Source: an optimization exercise on an open RTL-to-GDS flow (aim: small area). Production flows keep margins and buffers that such runs may drop.
In this exercise RTL edits were held to simulation tests only and were not proved equivalent to the original.
Power figures rest on the tool's default switching activity, not on a simulated workload.

## design/flow/config.mk

```make
export PLATFORM = sky130hd
export DESIGN_NAME = vg63_loop_law
export DESIGN_NICKNAME = vg63_loop_law
export VERILOG_FILES = /design/flow/design.v
export SDC_FILE = /design/flow/constraint.sdc
export NUM_CORES = 8
export LEC_CHECK = 0
export CAP_MARGIN = 20
export CORE_MARGIN = 2
export CORE_UTILIZATION = 25
export PLACE_DENSITY = 0.5
export SLEW_MARGIN = 20
```

## design/flow/constraint.sdc

```tcl
create_clock -name core_clock -period 18.0 [get_ports {clk}]
set_input_delay 3.6000 -clock core_clock [delete_from_list [all_inputs] [get_ports {clk}]]
set_output_delay 3.6000 -clock core_clock [all_outputs]
set_load 0.01 [all_outputs]
```

## design/flow/design.v

```verilog
module vg63_loop_law (
    input  wire        clk,
    input  wire        rst,
    input  wire        cfg_we,
    input  wire [6:0]  cfg_addr,
    input  wire [31:0] cfg_wdata,
    input  wire        in_valid,
    output wire        in_ready,
    input  wire [31:0] in_e,
    input  wire [31:0] in_vn,
    input  wire [31:0] in_an,
    output reg         out_valid,
    output wire [31:0] out_y,
    output wire [31:0] out_ye,
    output reg         out_hi,
    output reg         out_lo,
    output reg         out_frozen
);
    localparam [3:0] ST_IDLE = 4'd0,
                     ST_FF   = 4'd1,
                     ST_FWD  = 4'd2,
                     ST_L1   = 4'd3,
                     ST_L2   = 4'd4,
                     ST_OW   = 4'd5,
                     ST_OP   = 4'd6,
                     ST_UW   = 4'd7,
                     ST_UPD  = 4'd8;
    reg  [3:0] ph;
    wire [2:0] p8 = ph[2:0];
    reg  [3:0] st;
    reg  [2:0] k;           
    reg  [5:0] c;           
    reg  [1:0] pass;        
    reg        pend;        
    reg  [6:0] adr;         
    reg  [2:0] nm1;         
    reg  [7:0] imask;
    assign in_ready = (st == ST_IDLE) && (ph == 4'd15);
    wire acc_cfg = in_ready && cfg_we;
    wire acc_smp = in_ready && in_valid;
    reg signed [30:0] E, W;
    reg signed [35:0] V;
    reg signed [35:0] A;
    reg  [1:0] psel;        
    reg  [3:0] dd;          
    reg        dtop;        
    reg        dneg;        
    reg        clrA;
    reg        shift;
    reg        rin;
    reg signed [37:0] erow;
    wire signed [30:0] P = (psel == 2'd0) ? E : (psel == 2'd1) ? V[30:0] : W;
    wire signed [4:0]  dv0 = dtop ? {{2{dd[2]}}, dd[2:0]} : {1'b0, dd};
    wire signed [4:0]  dv  = dneg ? -dv0 : dv0;
    wire signed [35:0] pp  = P * dv;
    wire signed [37:0] ain = clrA ? 38'sd0 : {{2{A[35]}}, A};
    wire signed [37:0] S   = ain + {{2{pp[35]}}, pp} + erow + {37'd0, rin};
    wire [3:0] dout = S[3:0];
    function [30:0] sat31;
        input signed [37:0] v;
        begin
            if (v[37:30] != {8{v[37]}})
                sat31 = v[37] ? 31'h40000000 : 31'h3FFFFFFF;
            else
                sat31 = v[30:0];
        end
    endfunction
    wire [30:0] Ssat = sat31(S);
    always @(posedge clk)
        A <= shift ? {{2{S[37]}}, S[37:4]} : S[35:0];
    wire [30:0] qb0, qb1, qb2, qa1, qa2;
    wire [62:0] qs1;
    wire [61:0] qs2;
    reg  [4:0] wcf;         
    wire       clr = pend && (adr == 7'h45);
    reg  [7:0] w1lo, w2lo;  
    reg        w1hi, w2hi;
    reg        frz;         
    reg        s2w;         
    genvar g;
    generate
        for (g = 0; g < 31; g = g + 1) begin : RB0
            localparam integer TR = g / 4;
            reg [7:0] r;
            always @(posedge clk) r <= {r[6:0], wcf[0] ? E[g] : r[7]};
            assign qb0[g] = r[(7 + TR) % 8];
        end
        for (g = 0; g < 31; g = g + 1) begin : RB1
            localparam integer TR = (1 + 2 * (g / 4)) % 8;
            reg [7:0] r;
            always @(posedge clk) r <= {r[6:0], wcf[1] ? E[g] : r[7]};
            assign qb1[g] = r[(7 + TR) % 8];
        end
        for (g = 0; g < 31; g = g + 1) begin : RB2
            localparam integer TR = (1 + 2 * (g / 4)) % 8;
            reg [7:0] r;
            always @(posedge clk) r <= {r[6:0], wcf[2] ? E[g] : r[7]};
            assign qb2[g] = r[(7 + TR) % 8];
        end
        for (g = 0; g < 31; g = g + 1) begin : RA1
            localparam integer TR = (2 + 2 * (g / 4)) % 8;
            reg [7:0] r;
            always @(posedge clk) r <= {r[6:0], wcf[3] ? E[g] : r[7]};
            assign qa1[g] = r[(7 + TR) % 8];
        end
        for (g = 0; g < 31; g = g + 1) begin : RA2
            localparam integer TR = (2 + 2 * (g / 4)) % 8;
            reg [7:0] r;
            always @(posedge clk) r <= {r[6:0], wcf[4] ? E[g] : r[7]};
            assign qa2[g] = r[(7 + TR) % 8];
        end
        for (g = 0; g < 63; g = g + 1) begin : RS1
            localparam integer DG = (g < 32) ? g / 4 : (g - 32) / 4;
            localparam integer TR = DG;
            localparam integer TW = (g < 32) ? (2 + 2 * DG) % 8 : 1;
            reg [7:0] r;
            wire we, d;
            if (g < 32) begin : LO
                assign we = clr || w1lo[DG];
                assign d  = !clr && dout[g % 4];
            end else begin : HI
                assign we = clr || w1hi;
                assign d  = !clr && A[g - 32];
            end
            always @(posedge clk) r <= {r[6:0], we ? d : r[7]};
            assign qs1[g] = r[(15 - TW + TR) % 8];
        end
        for (g = 0; g < 62; g = g + 1) begin : RS2
            localparam integer DG = (g < 32) ? g / 4 : (g - 32) / 4;
            localparam integer TR = (2 + 2 * DG) % 8;
            localparam integer TW = (g < 32) ? TR : 1;
            reg [7:0] r;
            wire we, d;
            if (g < 32) begin : LO
                assign we = clr || w2lo[DG];
                assign d  = !clr && dout[g % 4];
            end else begin : HI
                assign we = clr || w2hi;
                assign d  = !clr && A[g - 32];
            end
            always @(posedge clk) r <= {r[6:0], we ? d : r[7]};
            assign qs2[g] = r[(15 - TW + TR) % 8];
        end
    endgenerate
    wire [3:0] b0d [0:7];
    wire [3:0] b1d [0:7];
    wire [3:0] b2d [0:7];
    wire [3:0] a1d [0:7];
    wire [3:0] a2d [0:7];
    wire [3:0] s1ld [0:7];
    wire [3:0] s1hd [0:7];
    wire [3:0] s2ld [0:7];
    wire [3:0] s2hd [0:7];
    generate
        for (g = 0; g < 7; g = g + 1) begin : DG
            assign b0d[g]  = qb0[4*g+3:4*g];
            assign b1d[g]  = qb1[4*g+3:4*g];
            assign b2d[g]  = qb2[4*g+3:4*g];
            assign a1d[g]  = qa1[4*g+3:4*g];
            assign a2d[g]  = qa2[4*g+3:4*g];
            assign s1hd[g] = qs1[32+4*g+3:32+4*g];
            assign s2hd[g] = qs2[32+4*g+3:32+4*g];
        end
        for (g = 0; g < 8; g = g + 1) begin : DL
            assign s1ld[g] = qs1[4*g+3:4*g];
            assign s2ld[g] = qs2[4*g+3:4*g];
        end
    endgenerate
    assign b0d[7]  = {1'b0, qb0[30:28]};
    assign b1d[7]  = {1'b0, qb1[30:28]};
    assign b2d[7]  = {1'b0, qb2[30:28]};
    assign a1d[7]  = {1'b0, qa1[30:28]};
    assign a2d[7]  = {1'b0, qa2[30:28]};
    assign s1hd[7] = {qs1[62], qs1[62:60]};
    assign s2hd[7] = {qs2[61], qs2[61], qs2[61:60]};
    wire [2:0] jo = p8 - 3'd3;            
    wire [2:0] esel = (adr[6:1] == 6'b100000) ? ph[3:1] : jo;
    reg  [3:0] edig;
    always @* begin
        case (esel)
            3'd0: edig = E[3:0];
            3'd1: edig = E[7:4];
            3'd2: edig = E[11:8];
            3'd3: edig = E[15:12];
            3'd4: edig = E[19:16];
            3'd5: edig = E[23:20];
            3'd6: edig = E[27:24];
            default: edig = {E[30], E[30:28]};
        endcase
    end
    reg  [63:0] rk;
    wire wk = pend && (adr == {6'b100000, ph[0]});
    always @(posedge clk) rk <= {rk[59:0], wk ? edig : rk[63:60]};
    wire [3:0] kkd = rk[63:60];
    reg  [31:0] rmin, rmax, rslw, rye;
    wire [3:0]  omn = rmin[31:28];
    wire [3:0]  omx = rmax[31:28];
    wire [3:0]  slw = rslw[31:28];
    wire [3:0]  yep = rye[31:28];
    wire        wye;
    wire [3:0]  yen;
    always @(posedge clk) begin
        rmin <= {rmin[27:0], (pend && adr == 7'h42) ? edig : omn};
        rmax <= {rmax[27:0], (pend && adr == 7'h43) ? edig : omx};
        rslw <= {rslw[27:0], (pend && adr == 7'h44) ? edig : slw};
        rye  <= {rye[27:0],  clr ? 4'd0 : wye ? yen : yep};
    end
    wire       in_step = (st == ST_FWD) || (st == ST_UPD);
    wire       dig_c   = in_step && (c[5:3] == 3'd0);         
    wire       rnd_c   = in_step && (c == 6'd8);
    wire [5:0] cm9     = c - 6'd9;
    wire [2:0] pi      = cm9[3:1];                              
    wire       pfirst  = !cm9[0];
    wire       in_pair = (st == ST_UPD) && (c >= 6'd9) && (c <= 6'd40);
    wire       s1ph    = (c <= 6'd24);
    wire       kodd    = k[0];
    wire [1:0] rx = (st == ST_FWD) ? ((k == 3'd0) ? 2'd0 : 2'd2) : (kodd ? 2'd2 : 2'd0);
    wire [1:0] ry = kodd ? 2'd0 : 2'd2;
    always @* begin
        psel  = 2'd2;
        dd    = 4'd0;
        dtop  = 1'b0;
        dneg  = 1'b0;
        clrA  = 1'b0;
        shift = 1'b0;
        erow  = 38'sd0;
        if (st == ST_FF) begin
            psel  = ph[0] ? 2'd2 : 2'd1;
            dd    = kkd;
            dtop  = (ph[3:1] == 3'd7);
            clrA  = (ph == 4'd0);
            shift = ph[0] && (ph != 4'd15);
        end else if (dig_c) begin
            psel  = rx;
            dd    = b0d[c[2:0]];
            dtop  = (c[2:0] == 3'd7);
            clrA  = (c == 6'd0);
            shift = (c[2:0] != 3'd7);
            erow  = {(c[2:0] == 3'd7) ? {2{s1hd[c[2:0]][3]}} : 2'b00,
                     s1hd[c[2:0]], 28'd0, s1ld[c[2:0]]};
        end else if (in_pair) begin
            psel  = pfirst ? rx : ry;
            dd    = pfirst ? (s1ph ? b1d[pi] : b2d[pi]) : (s1ph ? a1d[pi] : a2d[pi]);
            dtop  = (pi == 3'd7);
            dneg  = !pfirst;
            clrA  = pfirst && (pi == 3'd0);
            shift = !pfirst;
            if (!pfirst && s1ph)
                erow = {(pi == 3'd7) ? {2{s2hd[pi][3]}} : 2'b00,
                        s2hd[pi], 28'd0, s2ld[pi]};
        end else if (st == ST_L1) begin
            psel  = 2'd2;
            dd    = 4'd1;
            clrA  = 1'b1;
            erow  = {{2{V[35]}}, V};
        end
    end
    reg  b27, stk, fb27, fstk;
    always @* begin
        if (st == ST_L2)
            rin = fb27 && (!A[35] || fstk);
        else if (rnd_c)
            rin = b27 && (!A[35] || stk);
        else
            rin = 1'b0;
    end
    integer ii;
    always @* begin
        wcf = 5'd0;
        if (pend && !adr[6] && adr[5:3] == p8) begin
            case (adr[2:0])
                3'd0: wcf[0] = 1'b1;
                3'd1: wcf[1] = 1'b1;
                3'd2: wcf[2] = 1'b1;
                3'd3: wcf[3] = 1'b1;
                3'd4: wcf[4] = 1'b1;
                default: ;
            endcase
        end
        for (ii = 0; ii < 8; ii = ii + 1) begin
            w1lo[ii] = in_pair && !pfirst && s1ph && (pi == ii) && !frz;
            w2lo[ii] = in_pair && !pfirst && !s1ph && (pi == ii) && !frz;
        end
        w1hi = (st == ST_UPD) && (c == 6'd25) && !frz;
        w2hi = s2w;
    end
    reg bnz, bsg, pfx, T, lzv, q0, q1;
    reg [2:0] lz;
    wire [30:0] PX = (rx == 2'd0) ? E : W;
    wire xnz = |PX;
    wire xs  = PX[30];
    wire pin = pfx ^ bsg;
    wire sgG = T ^ pin;
    wire gnz = !(lzv && (lz > k));
    reg [3:0] ydig;
    always @* begin
        case (jo)
            3'd0: ydig = W[3:0];
            3'd1: ydig = W[7:4];
            3'd2: ydig = W[11:8];
            3'd3: ydig = W[15:12];
            3'd4: ydig = W[19:16];
            3'd5: ydig = W[23:20];
            3'd6: ydig = W[27:24];
            default: ydig = {W[30], W[30:28]};
        endcase
    end
    reg cA, cB, cC, zA, zB, zD, zC, sgA, sgB, szr, spos, sneg;
    wire op    = (st == ST_OP);
    wire j0    = (jo == 3'd0);
    wire j7    = (jo == 3'd7);
    wire ltmin = sgA;
    wire lemin = sgA || !zA;
    wire gtmax = !sgB && zB;
    wire gemax = !sgB;
    wire [3:0] yl = ltmin ? omn : gtmax ? omx : ydig;
    wire [4:0] t1 = {1'b0, ydig} + {1'b0, ~omn} + {4'd0, j0 ? 1'b1 : cA};
    wire [4:0] t2 = {1'b0, ydig} + {1'b0, ~omx} + {4'd0, j0 ? 1'b1 : cB};
    wire [4:0] t3 = {1'b0, yl} + {1'b0, ~yep} + {4'd0, j0 ? 1'b1 : cA};
    wire [4:0] t4 = {1'b0, t3[3:0]} + {1'b0, ~slw} + {4'd0, j0 ? 1'b1 : cB};
    wire [4:0] t5 = {1'b0, t3[3:0]} + {1'b0, slw} + {4'd0, j0 ? 1'b0 : cC};
    wire [4:0] t6 = {1'b0, yep} + {1'b0, sneg ? ~slw : slw} + {4'd0, j0 ? sneg : cA};
    wire [3:0] yen0 = (spos || sneg) ? t6[3:0] : yl;
    assign     yen  = j7 ? {yen0[2], yen0[2:0]} : yen0;
    wire [4:0] t7 = {1'b0, yen} + {1'b0, ~yl} + {4'd0, j0 ? 1'b1 : cB};
    assign     wye  = op && (pass == 2'd2);
    wire gt_s = !(t3[3] ^ ~slw[3] ^ t4[4]) && (zD || (t4[3:0] != 4'd0));
    wire lt_s = t3[3] ^ slw[3] ^ t5[4];
    wire e_lt = t7[3];
    wire e_gt = !t7[3] && (zC || (t7[3:0] != 4'd0));
    wire hi_n = e_lt || gemax;
    wire lo_n = e_gt || lemin;
    always @(posedge clk) begin
        if (rst) begin
            ph        <= 4'd0;
            st        <= ST_IDLE;
            pend      <= 1'b0;
            out_valid <= 1'b0;
            s2w       <= 1'b0;
        end else begin
            ph        <= ph + 4'd1;
            out_valid <= 1'b0;
            s2w       <= (st == ST_UPD) && (c == 6'd40) && !frz;
            if (acc_cfg)
                pend <= 1'b1;
            else if (ph == 4'd15)
                pend <= 1'b0;
            case (st)
                ST_IDLE: begin
                    if (acc_smp)
                        st <= ST_FF;
                end
                ST_FF: begin
                    if (ph == 4'd15) begin
                        st <= ST_FWD;
                        k  <= 3'd0;
                        c  <= 6'd0;
                    end
                end
                ST_FWD: begin
                    if (c == 6'd8) begin
                        c <= 6'd0;
                        if (k == nm1)
                            st <= ST_L1;
                        else
                            k <= k + 3'd1;
                    end else
                        c <= c + 6'd1;
                end
                ST_L1: st <= ST_L2;
                ST_L2: st <= (p8 == 3'd2) ? ST_OP : ST_OW;
                ST_OW: if (p8 == 3'd2) st <= ST_OP;
                ST_OP: begin
                    if (j7) begin
                        if (pass == 2'd2) begin
                            out_valid <= 1'b1;
                            st        <= ST_UW;
                        end
                    end
                end
                ST_UW: begin
                    if (p8 == 3'd7) begin
                        st <= ST_UPD;
                        k  <= 3'd0;
                        c  <= 6'd0;
                    end
                end
                ST_UPD: begin
                    if (c == 6'd40) begin
                        c <= 6'd0;
                        if (k == nm1)
                            st <= ST_IDLE;
                        else
                            k <= k + 3'd1;
                    end else
                        c <= c + 6'd1;
                end
                default: st <= ST_IDLE;
            endcase
        end
    end
    always @(posedge clk) begin
        if (acc_cfg) begin
            adr <= cfg_addr;
            if (cfg_addr == 7'h45) begin
                nm1   <= cfg_wdata[2:0] - 3'd1;
                imask <= cfg_wdata[15:8];
            end
        end
    end
    always @(posedge clk) begin
        if (acc_cfg)
            E <= cfg_wdata[30:0];
        else if (acc_smp)
            E <= in_e[30:0];
        else if (st == ST_UPD && rnd_c && ry == 2'd0)
            E <= Ssat;
        if (acc_smp)
            V <= {{5{in_vn[30]}}, in_vn[30:0]};
        else if (st == ST_FF && ph == 4'd15)
            V <= S[35:0];
        if (acc_smp)
            W <= in_an[30:0];
        else if ((st == ST_FWD && rnd_c) || st == ST_L2 ||
                 (st == ST_UPD && rnd_c && ry == 2'd2))
            W <= Ssat;
    end
    always @(posedge clk) begin
        if (dig_c && c[2:0] != 3'd7) begin
            if (c[2:0] == 3'd6) begin
                b27 <= dout[3];
                stk <= stk || (dout[2:0] != 3'd0);
            end else
                stk <= ((c[2:0] != 3'd0) && stk) || (dout != 4'd0);
        end
        if (st == ST_FF && ph[0] && ph[3:1] != 3'd7) begin
            if (ph[3:1] == 3'd6) begin
                fb27 <= dout[3];
                fstk <= fstk || (dout[2:0] != 3'd0);
            end else
                fstk <= ((ph[3:1] != 3'd0) && fstk) || (dout != 4'd0);
        end
    end
    always @(posedge clk) begin
        if (dig_c) begin
            bnz <= ((c[2:0] != 3'd0) && bnz) || (dd != 4'd0);
            if (c[2:0] == 3'd7)
                bsg <= dd[2];
        end
        if (st == ST_FF) begin
            pfx <= 1'b0;
            lzv <= 1'b0;
            q0  <= 1'b0;
            q1  <= 1'b0;
        end else if (st == ST_FWD && rnd_c) begin
            pfx <= pin;
            if (k == nm1)
                T <= pin;
            if (!bnz) begin
                lz  <= k;
                lzv <= 1'b1;
            end
            if (imask[k] && xnz) begin
                if (xs ^ pin) begin
                    q1 <= 1'b1;
                    q0 <= bnz && q0;
                end else begin
                    q0 <= 1'b1;
                    q1 <= bnz && q1;
                end
            end else if (!bnz) begin
                q0 <= 1'b0;
                q1 <= 1'b0;
            end
        end else if (st == ST_UW) begin
            pfx <= 1'b0;
        end else if (st == ST_UPD && rnd_c) begin
            pfx <= pin;
            frz <= imask[k] && gnz && xnz &&
                   ((out_hi && !(sgG ^ xs)) || (out_lo && (sgG ^ xs)));
        end
    end
    always @(posedge clk) begin
        if (st == ST_L2)
            pass <= 2'd0;
        else if (op && j7)
            pass <= pass + 2'd1;
        if (op) begin
            case (pass)
                2'd0: begin
                    cA  <= t1[4];
                    cB  <= t2[4];
                    zA  <= (!j0 && zA) || (t1[3:0] != 4'd0);
                    zB  <= (!j0 && zB) || (t2[3:0] != 4'd0);
                    szr <= (!j0 && szr) || (slw != 4'd0);
                    if (j7) begin
                        sgA <= t1[3];
                        sgB <= t2[3];
                    end
                end
                2'd1: begin
                    cA <= t3[4];
                    cB <= t4[4];
                    cC <= t5[4];
                    zD <= (!j0 && zD) || (t4[3:0] != 4'd0);
                    if (j7) begin
                        sneg <= szr && lt_s;
                        spos <= szr && !lt_s && gt_s;
                    end
                end
                default: begin
                    cA <= t6[4];
                    cB <= t7[4];
                    zC <= (!j0 && zC) || (t7[3:0] != 4'd0);
                    if (j7) begin
                        out_hi     <= hi_n;
                        out_lo     <= lo_n;
                        out_frozen <= (hi_n && (T ? q1 : q0)) || (lo_n && (T ? q0 : q1));
                    end
                end
            endcase
        end
    end
    assign out_y  = {W[30], W};
    assign out_ye = {rye[3:0], rye[7:4], rye[11:8], rye[15:12],
                     rye[19:16], rye[23:20], rye[27:24], rye[31:28]};
endmodule
```

## design/flow/run.sh

```bash
#!/bin/bash
# synth_recipe.tcl (not shown) runs the flow's synth.tcl, then flattens the netlist and writes it again
# the make line also repeats each setting of config.mk as NAME=value (left out here)
make -C /OpenROAD-flow-scripts/flow DESIGN_CONFIG=/design/flow/config.mk WORK_HOME=/design/flow/orfs CLKGATE_MAP_FILE= SYNTH_SCRIPT=/design/flow/synth_recipe.tcl finish
```

==> key figures <==
Timing
  • # setup viols final: 0
  • Fin. max-slew vios: 0
  • Final critical-path required period: roughly 15000 ps
  • RSZ-0062 raised after global routing: no
  • Fin crit share: between 80 and 90%
  • Layout Skew: around 39 ps
  • WHS: 292.1 ps
  • Setup TNS: 0 ps
  • FMAX: 64.74 MHz
  • Final hold violation count: 0
  • Worst-Margin Slew: approximately 1300 ps
  • Slew margin rel.: 15.57%

Clock tree
  • Post_cts resized: 0
  • Reg clk slew, reported paths: around 70 ps
  • CTS tree: built
  • CTS sink count: 2636
  • CTS max path bufs: 3
  • CTS root buf: clkbuf_16
  • Clock latency (worst-skew pair): 860 ps
  • Postcts setup bufs: 0
  • Number of CTS-inserted buffers: 236
  • Post-CTS Hold Buffers: 0
  • H-tree depth: 4

Logic synthesis
  • Cell area after synthesis: roughly 76000 um2
  • Post-Syn Instances: 5936
  • Post-synthesis compound-gate area fraction: between 6 and 7%
  • Mux cell area share after synthesis: 4.563%
  • Synthesized flop and latch total: 2636
  • Largest family of logic cells by synthesized area: simple AND/OR/NAND/NOR gates
  • Mapped Nets: approximately 6400
  • Cell with the most instances after synthesis: dfxtp_1
  • Most instantiated cells after synthesis: dfxtp_1 (2485), nand2_1 (473), nor2_1 (422), inv_1 (313), a21oi_1 (232)
  • Distinct cells, synth: 87
  • Post-synth top area share: 65.30%
  • Fraction of registers with async set/reset: 0%
  • Sequential area share after synthesis: 71.26%
  • Post-Synth Adder-Cell Area: 6.300%
  • Syn_area_per_cell: 12.83 um2
  • Synth area leader: dfxtp_1
  • Xor/xnor share of the synthesized area: 1.207%
  • Simple-gate share of the synthesized area: under 10%
  • Prevailing post-synth register cell: dfxtp_1
  • Synth warn: 1
  • Top post-synthesis cells by area: dfxtp_1 (65%), edfxtp_1 (6.0%), fa_1 (3.8%), mux2_2 (2.6%), ha_1 (2.5%)
  • EDFF count, synth: 151

Finish
  • # fillers: ~30000
  • Post-route core utilization: 30.24%
  • P&R area growth vs syn: 20.29%
  • Fin cells: 10470
  • Final nets: 6704
  • Share of cells above drive strength 1: 11.91%

Setup path
  • Reg2Reg Depth: 40
  • CP Max Fanout: 60
  • Worst path slowest cell: edfxtp_1
  • Worst Path Arrival: 16100 ps
  • Critical Path Start Type: register
  • Reg-to-reg setup timing slack: 2550 ps
  • Critical path capture point type: register
  • Crit-path max cell delay: about 950 ps
  • CP required: 18660 ps
  • Critical path class: register to register
  • Crit. Startpoint: c[3]$_DFFE_PP_
  • Most used cell, CP: fa_1
  • Worst r2r dst: E[1]$_DFFE_PP_
  • Reg2reg start: c[3]$_DFFE_PP_

Drt
  • Detailed Routing Iterations Pass 1: 9
  • Detail Route Antenna Nets: 0
  • Via density: 4.139
  • Detailed Route Iter0 Violations: around 3200
  • Post-route DRC violation count: 0
  • Wirelength, routed: 206.8 mm
  • Via count: about 43000
  • Avg WL per Cell: 19.75 um

Power
  • Max VDD drop: 101.2 uV
  • PwrDens: 121.7 nW/um2
  • Leak: 36.55 nW

Die
  • Core Rows: 202
  • Die span in x: 556.0 um
  • Initial Util: 25.14%
  • Die Y-Extent: 556.0 um
  • Ports: around 210
  • Core Footprint: approximately 300000 um2
  • DIE AREA: 309100 um2

Status
  • Outcome: complete, no violations

Min path
  • Worst Hold Class: register to register
  • Hold wc startpoint: RA2[18].r[6]$_DFF_P_
  • Hold path depth: 0
  • Min-Delay Endpoint: RA2[18].r[7]$_DFF_P_

GRT
  • First-pass GRT wire length: 301.1 mm
  • Total GRT Usage: 13.24%
  • Initial antenna violation count: 28
  • Largest net degree at the start of global routing: 70
  • Vias in the first global route: 43460
  • GRT overflow: 0

Placed design
  • Final Wtd Congestion: roughly 0.91
  • Number of port buffers: between 200 and 250
  • Cell Count Post-Placement: 10010
  • Hpwl dp: between 100 and 150 mm

Job
  • # Max-Cap Violations: 0
## area by class of cell
cell class	count	area, um2	share of cell area [%]
flip-flops and latches	2636	54280	59.24
multi-input cells	2770	20040	21.87
clock buffers	341	6975	7.612
well taps	3978	4977	5.432
repair buffers	309	2865	3.127
clock inverters	102	1266	1.382
inverters	316	1186	1.294
diodes	17	42.54	0.04642
## report_power, final
group | internal [mW] | switching [mW]
sequential | 5.88 | 0.000917
combinational | 0.0520 | 0.0622
clock | 2.95 | 2.20
## worst max-delay path by stage
stage / endpoint / slack [ps] / cells after the start
floorplan: W[18]$_DFFE_PP_ / 5700 / 50
global placement: E[1]$_DFFE_PP_ / 2840 / 42
detailed placement: E[1]$_DFFE_PP_ / 2730 / 42
CTS: E[1]$_DFFE_PP_ / 2660 / 42
global route: E[23]$_DFFE_PP_ / 1960 / 40
finish: E[1]$_DFFE_PP_ / 2550 / 40
## flip-flops by register name (all words and copies together), names as in the netlist, 36 cells and up
signal	cells
RS1.r	504
RB1.r	248
rk	64
A	36
V	36
RB0.r	248
RA2.r	248
RA1.r	248
RS2.r	496
RB2.r	248
## metrics by stage
stage	total power [mW]	instance area [um2]	worst slack, ps
global route	11.52	91610	1964
CTS	11.27	91560	2658
finish	11.15	91640	2554
detailed placement	6.127	83320	2728
floorplan	6.064	76180	5697
global placement	6.126	83310	2844
## cells in the final DEF, fill, tap and decap left out, types with 38 or more instances in the layout
cell type,count
a21o_1,53
nand2b_1,38
clkinv_2,43
buf_4,103
xnor2_1,53
nor2b_1,51
nand2_1,471
ha_1,149
clkbuf_1,42
edfxtp_1,151
a21oi_1,229
o21ai_0,149
inv_1,313
dfxtp_1,2484
clkdlybuf4s50_1,203
mux2_2,176
nor3_1,38
clkbuf_16,240
clkbuf_8,59
a31oi_1,43
nor2_1,418
nand3_1,109
xor2_1,48
fa_1,145
mux2i_1,139
## cells by family (layout without fill, tap and decap cells)
group	after synthesis	count (layout)
compound gates	766	766
xor+xnor	105	105
fa+ha+maj	296	296
buf+inv	530	1068
flops	2636	2636
mux	321	321
other cells	0	17
simple gates	1282	1282
## routing by layer
layer  GRT usage [%]  vias up  share of wire, %
met4           5.025        0               3.6
li1                -    20420                 -
met1           18.47    21370                48
met3           2.288      352               5.2
met2           20.30     1194                44
met5               0        -                 0
## critical path: cells and delay by family, from the launching register on
| kind | cells | cell delay (ps) |
|---|---|---|
| compound gates | 17 | 5520 |
| xor+xnor | 1 | 780 |
| fa+ha+maj | 6 | 2850 |
| buf+inv | 3 | 380 |
| flops | 1 | 950 |
| mux | 2 | 500 |
| simple gates | 11 | 4170 |

==> what the ideal ports hide <==
In the flow no input, the clock included, has a driving cell. The finished layout below was timed again as built, in two steps.
Step 1 assumes that a clkbuf_16 drives the clock port and a buf_2 every other input.
Step 2 adds t to the input delays and takes it off the output delays; t is the mean of the earliest and latest rising clock arrival at the registers after step 1. Input paths then give back, and output paths get back, about the clock's delay inside the block.
Slacks: ideal / step 1 / step 2; pairs: ideal / step 1.
t, ns: 0.944
setup slack, ns: 2.554 / 2.554 / 2.554
latest minus earliest clock arrival (ns): 0.039 / 0.039
worst data-port slew with drivers (ns): 0.30
cell pins on the clock port's net: 1
After both steps setup and hold are still met in this run. For this run, drivers alone change the setup slack by 0.000 ns; drivers and shift together by 0.000 ns.
